From an optimization exercise on the open Yosys and OpenROAD flow, aimed at small area, a short achievable clock period and few clock cycles; shortcuts taken in it are not production practice. The RTL of this run was laid out without a check of its function. Power figures rest on the tool's default switching activity, not on a simulated workload.

==> design.v <==
module clp_core (
    input  wire        clk,
    input  wire        rst,           
    input  wire        start,         
    output wire        ready,
    output wire        done,          
    output wire        err,           
    input  wire [31:0] tick,          
    input  wire [3:0]  sys_bits,      
    output wire [17:0] imem_addr,
    input  wire [31:0] imem_rdata,
    output wire [15:0] d_addr,
    input  wire        i_bit,
    input  wire [1:0]  i_bit_q,
    input  wire [31:0] iw_data,
    input  wire [1:0]  iw_q,
    input  wire        q_bit,
    input  wire [31:0] qw_data,
    output reg         q_we,
    output reg         q_wbit,
    output reg         qw_we,
    output reg  [31:0] qw_wdata
);
    localparam OP_NOP   = 6'h00, OP_LD    = 6'h01, OP_AND   = 6'h02, OP_OR    = 6'h03,
               OP_XOR   = 6'h04, OP_NOT   = 6'h05, OP_BOPEN = 6'h06, OP_BCLOSE= 6'h07,
               OP_ST    = 6'h08, OP_SET   = 6'h09, OP_RST   = 6'h0A, OP_PEDGE = 6'h0B,
               OP_NEDGE = 6'h0C,
               OP_TON   = 6'h10, OP_TOF   = 6'h11, OP_TP    = 6'h12, OP_TPRE  = 6'h13,
               OP_TRST  = 6'h14, OP_CTU   = 6'h15, OP_CTD   = 6'h16, OP_CRST  = 6'h17,
               OP_CLD   = 6'h18, OP_CPRE  = 6'h19,
               OP_LDW   = 6'h20, OP_LDKH  = 6'h21, OP_STW   = 6'h22, OP_STWC  = 6'h23,
               OP_ADD   = 6'h24, OP_SUB   = 6'h25, OP_MUL   = 6'h26, OP_DIV   = 6'h27,
               OP_ANDW  = 6'h28, OP_ORW   = 6'h29, OP_XORW  = 6'h2A, OP_SHL   = 6'h2B,
               OP_SHR   = 6'h2C, OP_CMP   = 6'h2D,
               OP_JMP   = 6'h3C, OP_JC    = 6'h3D, OP_JNC   = 6'h3E, OP_END   = 6'h3F;
    localparam SP_I = 4'd0, SP_Q = 4'd1, SP_M = 4'd2, SP_T = 4'd3, SP_C = 4'd4,
               SP_IW = 4'd5, SP_QW = 4'd6, SP_DW = 4'd7, SP_SB = 4'd8, SP_K = 4'd9,
               SP_IQ = 4'd10, SP_WQ = 4'd11;
    localparam MD_IDLE = 2'd0, MD_MUL = 2'd1, MD_NORM = 2'd2, MD_DIV = 2'd3;
    localparam NM = 64;    
    localparam NDW = 16;   
    localparam NT = 4;     
    localparam NC = 4;     
    reg        running;
    reg [17:0] pc;            
    reg [31:0] ir;
    reg        ba;
    reg [31:0] wa;
    reg        err_r;
    reg [31:0] s_tick;
    reg [3:0]  sb;
    reg [2:0]  stk [0:15];    
    reg [3:0]  sp;
    reg [NM-1:0] m;
    reg [31:0]   dw [0:NDW-1];
    reg          t_run   [0:NT-1];
    reg [31:0]   t_start [0:NT-1];
    reg          t_q     [0:NT-1];
    reg [29:0]   t_et    [0:NT-1];    
    reg [30:0]   t_pt    [0:NT-1];
    reg          t_last  [0:NT-1];
    reg [31:0]   c_cv    [0:NC-1];
    reg [31:0]   c_pv    [0:NC-1];
    reg          c_lu    [0:NC-1];
    reg          c_ld    [0:NC-1];
    reg [1:0]  md;
    reg [31:0] xr;            
    reg [31:0] yr;            
    reg [4:0]  cnt;
    reg        neg;
    assign ready = !running;
    assign err   = err_r;
    wire [5:0]  op    = ir[31:26];
    wire [3:0]  space = ir[25:22];
    wire        n     = ir[21];
    wire [4:0]  sub   = ir[20:16];
    wire [15:0] a     = ir[15:0];
    wire [17:0] tgt   = ir[17:0];
    assign d_addr = a;
    assign done   = running && (op == OP_END);
    wire [5:0] ma = a[5:0];
    wire [3:0] wi = a[3:0];
    wire [1:0] ti = a[1:0];
    wire [1:0] ci = a[1:0];
    wire [31:0] cv_i = c_cv[ci];
    wire [31:0] pv_i = c_pv[ci];
    reg bit_raw;
    always @(*) begin
        case (space)
            SP_I:  bit_raw = i_bit;
            SP_Q:  bit_raw = q_bit;
            SP_M:  bit_raw = m[ma];
            SP_T:  bit_raw = t_q[ti];
            SP_C:  bit_raw = ($signed(cv_i) >= $signed(pv_i));
            SP_SB: begin
                case (a[2:0])
                    3'd0: bit_raw = sb[0];
                    3'd1: bit_raw = sb[1];
                    3'd2: bit_raw = sb[2];
                    3'd3: bit_raw = err_r;
                    3'd4: bit_raw = sb[3];
                    default: bit_raw = 1'b0;
                endcase
            end
            SP_IQ: bit_raw = sub[{1'b0, i_bit_q}];
            SP_WQ: bit_raw = sub[{1'b0, iw_q}];
            default: bit_raw = 1'b0;
        endcase
    end
    wire b = bit_raw ^ n;
    reg [31:0] w;
    always @(*) begin
        case (space)
            SP_IW: w = iw_data;
            SP_QW: w = qw_data;
            SP_DW: w = dw[wi];
            SP_T:  w = {2'b00, t_et[ti]};
            SP_C:  w = cv_i;
            SP_K:  w = {{16{a[15]}}, a};
            default: w = 32'd0;
        endcase
    end
    wire eq = (wa == w);
    wire lt = ($signed(wa) < $signed(w));
    reg  rel;
    always @(*) begin
        case (sub[2:0])
            3'd0: rel = eq;
            3'd1: rel = !eq;
            3'd2: rel = !lt && !eq;
            3'd3: rel = !lt;
            3'd4: rel = lt;
            3'd5: rel = lt || eq;
            default: rel = 1'b0;
        endcase
    end
    wire [31:0] addsub = (op == OP_SUB) ? wa - w : wa + w;
    reg        tn_run, tn_q, tn_last;
    reg [31:0] tn_start;
    reg [29:0] tn_et;
    reg [31:0] t_diff;
    wire [30:0] pt_i = t_pt[ti];
    always @(*) begin
        tn_run   = t_run[ti];
        tn_start = t_start[ti];
        tn_q     = t_q[ti];
        tn_et    = t_et[ti];
        tn_last  = t_last[ti];
        case (op)
            OP_TON: begin
                if (!ba) begin
                    tn_run = 1'b0; tn_q = 1'b0; tn_et = 30'd0;
                end else begin
                    if (!tn_run) begin tn_run = 1'b1; tn_start = s_tick; end
                    tn_q = ({1'b0, s_tick - tn_start} >= {pt_i, 2'b00});
                end
            end
            OP_TOF: begin
                if (ba) begin
                    tn_run = 1'b0; tn_q = 1'b1; tn_et = 30'd0;
                end else if (tn_q) begin
                    if (!tn_run) begin tn_run = 1'b1; tn_start = s_tick; end
                    if ({1'b0, s_tick - tn_start} >= {pt_i, 2'b00}) begin
                        tn_q = 1'b0; tn_run = 1'b0;
                    end
                end
            end
            default: begin  
                if (!tn_run && ba && !tn_last) begin
                    tn_run = 1'b1; tn_start = s_tick; tn_q = 1'b1;
                end
                if (tn_run && ({1'b0, s_tick - tn_start} >= {pt_i, 2'b00})) begin
                    tn_q = 1'b0; tn_run = 1'b0;
                end
                tn_last = ba;
            end
        endcase
        t_diff = s_tick - tn_start;
        if (tn_run)
            tn_et = ((t_diff >> 2) < {1'b0, pt_i}) ? t_diff[31:2] : pt_i[29:0];
    end
    wire [31:0] mul_acc = wa + xr * yr[7:0];
    wire [31:0] n_abs = wa[31] ? -wa : wa;
    wire [31:0] d_abs = xr[31] ? -xr : xr;
    reg  [5:0]  lz_n, lz_d;
    integer j;
    always @(*) begin
        lz_n = 6'd32;
        lz_d = 6'd32;
        for (j = 0; j < 32; j = j + 1) begin
            if (n_abs[j]) lz_n = 6'd31 - j[5:0];
            if (d_abs[j]) lz_d = 6'd31 - j[5:0];
        end
    end
    wire [6:0]  kdiff = {1'b0, lz_d} - {1'b0, lz_n};
    wire [31:0] d_al  = d_abs << kdiff[4:0];
    wire [32:0] rem_t = {1'b0, yr} - {1'b0, xr};
    wire        qbit  = !rem_t[32];
    wire [31:0] q_nx  = {wa[30:0], qbit};
    wire is_mul = (op == OP_MUL);
    wire is_div = (op == OP_DIV);
    wire w_zero = (w == 32'd0);
    wire div_ovf = (wa == 32'h8000_0000) && (w == 32'hFFFF_FFFF);
    reg stall;
    always @(*) begin
        case (md)
            MD_IDLE: stall = (is_mul || is_div) && !w_zero && !(is_div && div_ovf);
            MD_MUL:  stall = (yr[31:8] != 24'd0);
            MD_NORM: stall = !kdiff[6];
            default: stall = (cnt != 5'd0);
        endcase
    end
    wire taken = (op == OP_JMP) || (op == OP_JC && ba) || (op == OP_JNC && !ba);
    wire [17:0] npc = taken ? tgt : pc + 18'd1;
    assign imem_addr = running ? npc : 18'd0;
    wire exec = running && (md == MD_IDLE);
    always @(*) begin
        q_we     = 1'b0;
        q_wbit   = 1'b0;
        qw_we    = 1'b0;
        qw_wdata = wa;
        if (running && space == SP_Q) begin
            case (op)
                OP_ST:  begin q_we = 1'b1; q_wbit = ba ^ n; end
                OP_SET: begin q_we = ba;   q_wbit = 1'b1;   end
                OP_RST: begin q_we = ba;   q_wbit = 1'b0;   end
                default: ;
            endcase
        end
        if (running && space == SP_QW) begin
            case (op)
                OP_STW:  qw_we = 1'b1;
                OP_STWC: qw_we = ba;
                default: ;
            endcase
        end
    end
    integer i;
    always @(posedge clk) begin
        if (rst) begin
            running <= 1'b0;
            pc     <= 18'd0;
            ir     <= 32'd0;
            ba     <= 1'b1;
            wa     <= 32'd0;
            err_r  <= 1'b0;
            s_tick <= 32'd0;
            sb     <= 4'd0;
            sp     <= 4'd0;
            m      <= {NM{1'b0}};
            for (i = 0; i < 16; i = i + 1)
                stk[i] <= 3'd0;
            for (i = 0; i < NDW; i = i + 1)
                dw[i] <= 32'd0;
            for (i = 0; i < NT; i = i + 1) begin
                t_run[i]   <= 1'b0;
                t_start[i] <= 32'd0;
                t_q[i]     <= 1'b0;
                t_et[i]    <= 30'd0;
                t_pt[i]    <= 31'd0;
                t_last[i]  <= 1'b0;
            end
            for (i = 0; i < NC; i = i + 1) begin
                c_cv[i] <= 32'd0;
                c_pv[i] <= 32'd0;
                c_lu[i] <= 1'b0;
                c_ld[i] <= 1'b0;
            end
            md  <= MD_IDLE;
            xr  <= 32'd0;
            yr  <= 32'd0;
            cnt <= 5'd0;
            neg <= 1'b0;
        end else if (!running) begin
            if (start) begin
                running <= 1'b1;
                pc     <= 18'd0;
                ir     <= imem_rdata;
                ba     <= 1'b1;
                wa     <= 32'd0;
                sp     <= 4'd0;
                err_r  <= 1'b0;
                s_tick <= tick;
                sb     <= sys_bits;
            end
        end else begin
            if (!stall) begin
                pc <= npc;
                ir <= imem_rdata;
            end
            case (md)
                MD_MUL: begin
                    wa <= mul_acc;
                    xr <= {xr[23:0], 8'd0};
                    yr <= {8'd0, yr[31:8]};
                    if (!stall) md <= MD_IDLE;
                end
                MD_NORM: begin
                    if (kdiff[6]) begin
                        wa <= 32'd0;
                        md <= MD_IDLE;
                    end else begin
                        xr  <= d_al;
                        yr  <= n_abs;
                        wa  <= 32'd0;
                        cnt <= kdiff[4:0];
                        neg <= wa[31] ^ xr[31];
                        md  <= MD_DIV;
                    end
                end
                MD_DIV: begin
                    if (qbit) yr <= rem_t[31:0];
                    xr  <= {1'b0, xr[31:1]};
                    cnt <= cnt - 5'd1;
                    if (stall) begin
                        wa <= q_nx;
                    end else begin
                        wa <= neg ? -q_nx : q_nx;
                        md <= MD_IDLE;
                    end
                end
                default: begin
                    case (op)
                        OP_LD:  ba <= b;
                        OP_AND: ba <= ba & b;
                        OP_OR:  ba <= ba | b;
                        OP_XOR: ba <= ba ^ b;
                        OP_NOT: ba <= ~ba;
                        OP_BOPEN: begin
                            stk[sp] <= {sub[1:0], ba};
                            sp <= sp + 4'd1;
                            ba <= (sub[1:0] == 2'd0);
                        end
                        OP_BCLOSE: begin
                            sp <= sp - 4'd1;
                            case (stk[sp - 4'd1][2:1])
                                2'd0:    ba <= stk[sp - 4'd1][0] & ba;
                                2'd1:    ba <= stk[sp - 4'd1][0] | ba;
                                default: ba <= stk[sp - 4'd1][0] ^ ba;
                            endcase
                        end
                        OP_ST:  if (space == SP_M) m[ma] <= ba ^ n;
                        OP_SET: if (space == SP_M && ba) m[ma] <= 1'b1;
                        OP_RST: if (space == SP_M && ba) m[ma] <= 1'b0;
                        OP_PEDGE: begin
                            ba    <= ba & ~m[ma];
                            m[ma] <= ba;
                        end
                        OP_NEDGE: begin
                            ba    <= ~ba & m[ma];
                            m[ma] <= ba;
                        end
                        OP_TON, OP_TOF, OP_TP: begin
                            t_run[ti]   <= tn_run;
                            t_start[ti] <= tn_start;
                            t_q[ti]     <= tn_q;
                            t_et[ti]    <= tn_et;
                            t_last[ti]  <= tn_last;
                            ba          <= tn_q;
                        end
                        OP_TPRE: if (ba) t_pt[ti] <= wa[31] ? 31'd0 : wa[30:0];
                        OP_TRST: if (ba) begin
                            t_run[ti] <= 1'b0;
                            t_q[ti]   <= 1'b0;
                            t_et[ti]  <= 30'd0;
                        end
                        OP_CTU: begin
                            if (ba && !c_lu[ci] && cv_i != 32'h7FFF_FFFF)
                                c_cv[ci] <= cv_i + 32'd1;
                            c_lu[ci] <= ba;
                        end
                        OP_CTD: begin
                            if (ba && !c_ld[ci] && cv_i != 32'h8000_0000)
                                c_cv[ci] <= cv_i - 32'd1;
                            c_ld[ci] <= ba;
                        end
                        OP_CRST: if (ba) c_cv[ci] <= 32'd0;
                        OP_CLD:  if (ba) c_cv[ci] <= wa;
                        OP_CPRE: if (ba) c_pv[ci] <= wa;
                        OP_LDW:  wa <= w;
                        OP_LDKH: wa <= {a, wa[15:0]};
                        OP_STW:  if (space == SP_DW) dw[wi] <= wa;
                        OP_STWC: if (space == SP_DW && ba) dw[wi] <= wa;
                        OP_ADD, OP_SUB: wa <= addsub;
                        OP_MUL: begin
                            xr <= wa;
                            yr <= w;
                            wa <= 32'd0;
                            if (!w_zero) md <= MD_MUL;
                        end
                        OP_DIV: begin
                            if (w_zero) begin
                                wa    <= 32'd0;
                                err_r <= 1'b1;
                            end else if (div_ovf) begin
                                err_r <= 1'b1;
                            end else begin
                                xr <= w;
                                md <= MD_NORM;
                            end
                        end
                        OP_ANDW: wa <= wa & w;
                        OP_ORW:  wa <= wa | w;
                        OP_XORW: wa <= wa ^ w;
                        OP_SHL:  wa <= wa << sub;
                        OP_SHR:  wa <= wa >> sub;
                        OP_CMP:  ba <= rel ^ n;
                        OP_END:  running <= 1'b0;
                        default: ;
                    endcase
                end
            endcase
        end
    end
endmodule
==> run.sh <==
#!/bin/bash
# synth_recipe.tcl (not shown) runs the flow's synth.tcl, then flattens the netlist and writes it again
# the make line also repeats each setting of config.mk as NAME=value (left out here)
make -C /OpenROAD-flow-scripts/flow DESIGN_CONFIG=/design/flow/config.mk WORK_HOME=/design/flow/orfs CLKGATE_MAP_FILE= SYNTH_SCRIPT=/design/flow/synth_recipe.tcl finish
==> config.mk <==
export PLATFORM = sky130hd
export DESIGN_NAME = clp_core
export DESIGN_NICKNAME = clp_core
export VERILOG_FILES = /design/flow/design.v
export SDC_FILE = /design/flow/constraint.sdc
export NUM_CORES = 4
export LEC_CHECK = 0
export CAP_MARGIN = 20
export CORE_MARGIN = 2
export CORE_UTILIZATION = 40
export SLEW_MARGIN = 20
==> constraint.sdc <==
create_clock -name core_clock -period 15.0 [get_ports {clk}]
set_input_delay 3.0000 -clock core_clock [delete_from_list [all_inputs] [get_ports {clk}]]
set_output_delay 3.0000 -clock core_clock [all_outputs]
set_load 0.01 [all_outputs]
==> results.txt <==
## cell usage after synthesis (63+ instances only)
| library cell | number |
|---|---|
| edfxtp_1 | 1208 |
| nor2_1 | 1116 |
| nand2_1 | 840 |
| nor3_1 | 720 |
| clkbuf_1 | 652 |
| inv_1 | 544 |
| a21oi_1 | 529 |
| ha_1 | 454 |
| o21ai_0 | 424 |
| mux2i_1 | 356 |
| mux4_2 | 318 |
| dfxtp_1 | 265 |
| xnor2_1 | 244 |
| fa_1 | 191 |
| and2_1 | 137 |
| a211oi_1 | 133 |
| nand3_1 | 133 |
| a22oi_1 | 122 |
| nor4_1 | 111 |
| a21o_1 | 106 |
| buf_1 | 99 |
| a221oi_1 | 90 |
| nand4_1 | 80 |
| nand2b_1 | 75 |
| o211ai_1 | 73 |
| xor2_1 | 63 |
## through the flow
step	cells	power, mW	utilization [%]	area (µm²)	hold WS, ps
2_1_floorplan	9943	6.64	-	98800	436
3_3_place_gp	12900	7.75	42.7	105000	456
3_5_place_dp	12900	7.77	42.7	105000	455
4_1_cts	13200	11.7	44.9	110000	463
5_1_grt	13200	12.2	44.9	110000	486
6_report	13200	11.8	44.9	110000	468
## state kept, by name (all words and copies together), names as in the netlist, 5 cells and up, named ones only
register	flops
c_cv	128
xr	32
stk	48
cnt	5
wa	32
t_et	120
pc	18
t_pt	124
yr	32
dw	512
m	64
c_pv	128
ir	32
s_tick	32
t_start	128
## worst register-to-register path: cells and delay by family, from the launching register on
| family | cells | cell delay, ps |
|---|---|---|
| XOR/XNOR | 1 | 290 |
| AND/OR/NAND/NOR | 5 | 590 |
| flip-flops | 1 | 750 |
| adder cells (fa/ha/maj) | 2 | 700 |
| multiplexers | 2 | 1030 |
| buffers and inverters | 5 | 2120 |
| AO/OA/AOI/OAI | 17 | 3900 |
## kinds of logic after synthesis
| logic type | count (synthesis) |
|---|---|
| simple gates | 3417 |
| compound gates | 2039 |
| flops | 1473 |
| buf+inv | 1369 |
| mux | 693 |
| fa+ha+maj | 645 |
| xor+xnor | 307 |
## cells in the final DEF, fill, tap and decap left out, types with 28 or more instances in the layout
| master | instances |
|---|---|
| o211ai_1 | 73 |
| and3_1 | 28 |
| a22oi_1 | 122 |
| clkdlybuf4s50_1 | 211 |
| clkbuf_1 | 38 |
| fa_1 | 191 |
| a211o_1 | 31 |
| nor2_1 | 1111 |
| xnor2_1 | 244 |
| edfxtp_1 | 1208 |
| a31oi_1 | 60 |
| a21o_1 | 106 |
| xor2_1 | 62 |
| o22ai_1 | 56 |
| nor4_1 | 109 |
| a211oi_1 | 123 |
| buf_4 | 311 |
| nand2_1 | 830 |
| o21ai_4 | 28 |
| o21a_1 | 35 |
| o21ai_1 | 34 |
| o21bai_1 | 41 |
| mux2i_1 | 356 |
| o31ai_1 | 47 |
| nand3_1 | 131 |
| and2_1 | 138 |
| mux4_2 | 318 |
| or3_1 | 33 |
| inv_1 | 538 |
| clkbuf_16 | 162 |
| nand2b_1 | 71 |
| nor3_1 | 719 |
| dfxtp_1 | 252 |
| a221oi_1 | 88 |
| nor2b_1 | 47 |
| nand4_1 | 80 |
| clkinv_1 | 41 |
| a21oi_1 | 529 |
| o21ai_0 | 397 |
| ha_1 | 451 |
## power by group through the flow
stage          Combinational, mW  Sequential, mW  Clock [mW]
3_3_place_gp                3.06            4.70           0
5_1_grt                     3.35            4.63        4.20
4_1_cts                     3.09            4.62        4.04
6_report                    3.15            4.62        4.01
3_5_place_dp                3.07            4.70           0
2_1_floorplan               1.98            4.67           0
## worst paths after layout
| path | slack [ps] | endpoint | depth (start not counted) | startpoint |
|---|---|---|---|---|
| setup / recovery | 5350 | t_et[0][22] | 32 | flip-flop |
| hold / removal | 470 | sb[0] | 2 | sb[0] |
| setup reg to reg | 5350 | t_et[0][22] | 32 | flip-flop |
| hold reg to reg | 470 | sb[0] | 2 | sb[0] |
## area by class of cell
type                            count  area, µm²
Inverter                          558       2100
Fill cell                       22900     135000
Multi-Input combinational cell   7101      52700
Timing Repair Buffer              528       4570
Antenna cell                        9       22.5
Sequential cell                  1473      41600
Clock inverter                     82        992
Clock buffer                      207       4290
Tap cell                         3220       4030
## routing by layer
layer,up-vias,track usage (%),wire length [µm]
met3,988,6.56,37800
met5,-,0,99
li1,36300,-,-
met4,16,20.5,30400
met2,4582,48.5,180000
met1,41700,40.2,156000
==> results.yml <==
outcome:
  status: "complete, no violations"
power_and_ir_drop:
  pwr-share-seq_pct: 39.2
  p_int_mw: 7.81
  clkPwrFrac_pct: 34.1
  pwr-share-comb_pct: 26.8
  p_leak_nw: 40.6
  p_sw_mw: 3.98
  ir_drop_mv: 0.119
  power.density_mw_per_mm2: 107
  switching_share_pct: 33.7
critical_path:
  crit_top_cell: "a21o_1"
  cp_slowest_cell: "dfxtp_4"
  arrival_ps: 10230
  crit_type: "flip-flop to flip-flop"
  worstSetupStartpointType: "flip-flop"
  critPathRequiredTime_ps: 15580
  cp-end-kind: "flip-flop"
  critPathMaxFanout: 33
  worst-path-buf-inv: 5
  crit_path_max_incr_delay_ps: 750
  cpLargestDelayFamily: "compound AO/OA/AOI/OAI gates"
clocking:
  cts_buffers: 161
  ctsHoldBuffers: 0
  cts_setup_buffers: 0
  cts_tree: "yes"
  clock_latency_ps: 890
  cts-resized-gates: 0
  cts_root_buf: "clkbuf_16"
  cts.htree.levels: 4
  clkSlewWorstSetupHoldPaths_ps: 60
  clk_path_buf_depth: 3
  cts_sinks: 1473
placement:
  dp_hpwl_um: 286000
  gp_congestion: 1.02
  dpl_worst_slack_ps: 5360
  io_buffers: 212
synth:
  syn_nets: 10700
  synth_area_mm2: 0.0988
  netlist_instances: 9943
  synth_top_cell_by_area: "edfxtp_1"
  synth_top_family_by_area: "simple AND/OR/NAND/NOR gates"
  yosys-top-cells-area: "edfxtp_1 37%, mux4_2 7.2%, ha_1 5.7%"
  synth_compound_area_share_pct: 13.5
  synth-seq-area-share_pct: 42.1
  synth_warnings: 1
  yosys.area_share.simple_pct: 15.7
  synthArstFlopShare_pct: 0
  ys_seq_elements: 1473
  synth-adder-area-share_pct: 9.62
  synth.area.mux_share_pct: 11.1
  synth_top_area_share_pct: 36.7
  yosysUniqueCellTypes: 86
  synth_edf_count: 1208
  synthFlopType: "edfxtp_1"
  syn_avg_cell_area_um2: 9.94
  synth_xor_area_share_pct: 2.72
global_route:
  grtUsageTotal_pct: 31.5
  antenna_found_initial: 21
  grt_max_degree: 120
  grt_pass1_wl_um: 579000
  grt_pass1_vias: 81100
  gr-total-overflow: 0
floorplan:
  fp.dieArea_mm2: 0.251
  num_rows: 182
  core_mm2: 0.246
  start_util_pct: 40.2
  die_h_um: 501
  die_w_um: 501
  io-pin-count: 213
route:
  wl_per_cell_um: 30.7
  postRouteAntennaNets: 0
  drt-total-wl_um: 404000
  route.detailed.drc: 0
  vias: 83500
  drt-initial-drc-count: 10500
  via_per_inst: 6.34
  firstDrtPassIters: 10
layout:
  syn_to_final_growth_pct: 11.6
  drive_above_1_share_pct: 10.4
  nets: 10600
timing:
  finalHoldViolations: 0
  tightest_slew_ps: 1270
  setup_slack_ps: 5350
  slew_violations: 0
  fin_worst_skew_ps: 75.6
  tns_ps: 0
  max_freq_ghz: 0.104
  rsz0062_at_grt: "no"
  finalCriticalPeriod_ps: 9650
  slew_headroom_pct: 14.8
  post-route-period-util_pct: 64.3
  setup_viol: 0
hold_path:
  hold_class: "flip-flop to flip-flop"
job:
  cap_viol_max_count: 0

[port drivers added, routing unchanged]
The flow's constraints put no driver on any port. The routed layout listed below was extracted and timed again, unchanged, in two steps.
Step 1: set_driving_cell puts a clkbuf_16 on clk and a buf_2 on each other input, an assumption about the parent block.
Step 2 also shifts input and output timing later by t, the mid clock arrival at the registers, as if the neighbouring blocks saw the same clock.
a / b / c = ideal ports / drivers / drivers and shift; a / b = the first two.
shift t [ns]: 0.932
setup slack, ns: 5.354 / 5.354 / 5.354
hold slack, ns: 0.468 / 0.468 / 0.468
slew at the worst register clock pin (ns): 0.07 / 0.07
After both steps this run still meets setup and hold. The setup slack of this run moves by 0.000 ns with the drivers and by 0.000 ns with both steps.
